Background: an optimization exercise with open tools, aiming at small area and a short achievable clock period. Do not read the settings as production practice.

the baseline:
// fpfma
module fpfma (
    input  wire        clk,
    input  wire [2:0]  op,
    input  wire [31:0] a,
    input  wire [31:0] b,
    input  wire [31:0] c,
    output reg  [31:0] result,
    output reg  [4:0]  flags
);
    wire is_add = ~op[2] & ~op[1];           
    wire is_sub = is_add & op[0];
    wire is_mul = ~op[2] & op[1] & ~op[0];
    wire is_nms = op[2];
    wire        sx = a[31] ^ is_nms;
    wire [7:0]  ex = a[30:23];
    wire [22:0] fx = a[22:0];
    wire        sy = is_add ? 1'b0 : b[31];
    wire [7:0]  ey = is_add ? 8'd126 : b[30:23];
    wire [22:0] fy = b[22:0];
    wire [31:0] zsel = is_add ? {b[31] ^ is_sub, b[30:0]} : c;
    wire        sz = zsel[31] | is_mul;
    wire [7:0]  ez = is_mul ? 8'd0 : zsel[30:23];
    wire [22:0] fz = is_mul ? 23'd0 : zsel[22:0];
    wire x_zero = (ex == 8'd0);
    wire y_zero = (ey == 8'd0);
    wire z_zero = (ez == 8'd0);
    wire x_emax = (ex == 8'hFF);
    wire y_emax = (ey == 8'hFF);
    wire z_emax = (ez == 8'hFF);
    wire x_fnz  = (fx != 23'd0);
    wire y_fnz  = (fy != 23'd0);
    wire z_fnz  = (fz != 23'd0);
    wire x_inf  = x_emax & ~x_fnz;
    wire y_inf  = y_emax & ~y_fnz;
    wire z_inf  = z_emax & ~z_fnz;
    wire any_nan  = (x_emax & x_fnz) | (y_emax & y_fnz) | (z_emax & z_fnz);
    wire any_snan = (x_emax & x_fnz & ~fx[22]) | (y_emax & y_fnz & ~fy[22])
                  | (z_emax & z_fnz & ~fz[22]);
    wire sp     = sx ^ sy;
    wire sub    = sp ^ sz;
    wire p_zero = x_zero | y_zero;
    wire [23:0] mx = {1'b1, fx};
    wire [23:0] my = {1'b1, b[22:0]};    
    wire [23:0] mz = {1'b1, fz};
    wire signed [10:0] sh_add = $signed({3'd0, a[30:23]}) - $signed({3'd0, b[30:23]}) + 11'sd26;
    wire signed [10:0] sh_oth = $signed({3'd0, a[30:23]}) + $signed({3'd0, b[30:23]})
                              - $signed({3'd0, c[30:23]}) - 11'sd100;
    wire signed [10:0] sh_raw = is_add ? sh_add : sh_oth;
    wire zbase = ~z_zero & sh_raw[10];
    wire zfar  = z_zero | (~sh_raw[10] & (sh_raw > 11'sd74));
    wire zmid  = ~zbase & ~zfar;
    wire [98:0] zsh  = {mz, 75'd0} >> sh_raw[6:0];
    reg  [4:0] ztz;
    integer t;
    always @(*) begin
        ztz = 5'd23;
        for (t = 22; t >= 0; t = t - 1)
            if (fz[t]) ztz = t[4:0];
    end
  ...
Size in the first run: roughly 36 flip-flops, about 33,000 um2 of cells after synthesis.
clock: 26.0 ns
lec_check: 0
abc_area: 1
cap_margin: 20
core_margin: 2
core_utilization: 60
slew_margin: 20
standard.sh (not shown) runs the stock make flow with config.mk's settings and CLKGATE_MAP_FILE= SYNTH_SCRIPT=/design/flow/synth_recipe.tcl, a recipe that flattens the netlist after the stock synthesis.
==> flow/flow/run.sh <==
#!/bin/bash
# The standard layout (the standard.sh: its synthesis, floorplan, power
# grid and constraints unchanged) with two changes to how it optimises:
#  - repair_timing is asked to keep a larger setup margin, so that it sizes
#    up the datapath beyond what the 26 ns clock asks for;
#  - every input and output port still gets its own buffer, but a buf_4
#    instead of the delay buffer buffer_ports picks by default.
# The whole make output goes to standard_flow.log.
set -o pipefail
bash standard.sh "BUFFER_PORTS_ARGS=-buffer_cell sky130_fd_sc_hd__buf_4" SETUP_SLACK_MARGIN=8 finish > standard_flow.log 2>&1
diff inputs: the baseline => the candidate
==> flow/flow/run.sh <==
#!/bin/bash
# The standard layout (the standard.sh: its synthesis, floorplan, power
# grid and constraints unchanged), with repair_timing asked to keep a larger
# setup margin, so that it sizes up the datapath beyond what the 26 ns clock
# asks for. The whole make output goes to standard_flow.log.
set -o pipefail
bash standard.sh SETUP_SLACK_MARGIN=8 finish > standard_flow.log 2>&1
Results
[compare] base=the baseline new=the candidate: wire length of the first global-routing pass was more or less identical; met1 track utilization from global routing went up by 1.1 points; cell area after layout went up by 2.2%.
The candidate did not stop at any stage, and its layout met the timing, design-rule and antenna checks.
No run of this note included a check of the RTL's function; only the layout flow was run.

[static timing again, ports no longer ideal]
Ports are ideal in the flow. The routed layouts listed here were re-timed in OpenROAD.
Step 1 (the two cells are an assumption about what drives the block):
set clk [get_ports {clk}]
set_driving_cell -lib_cell sky130_fd_sc_hd__clkbuf_16 $clk
set_driving_cell -lib_cell sky130_fd_sc_hd__buf_2 [delete_from_list [all_inputs] $clk]
Step 2 adds t to the input delays and takes it off the output delays; t is the mean of the earliest and latest rising clock arrival at the registers after step 1. Input paths then give back, and output paths get back, about the clock's delay inside the block.
Three values: no drivers, after step 1, after step 2; two values: the first two.
run	t, ns	setup slack, ns	worst slew at a driven data input, ns
the baseline	0.311	8.563 / 8.572 / 8.260	0.10
the candidate	0.311	8.329 / 8.338 / 8.027	0.10
After both steps every run listed still meets setup and hold. For the baseline, which loses most, drivers alone change the setup slack by +0.009 ns; drivers and shift together by -0.303 ns.
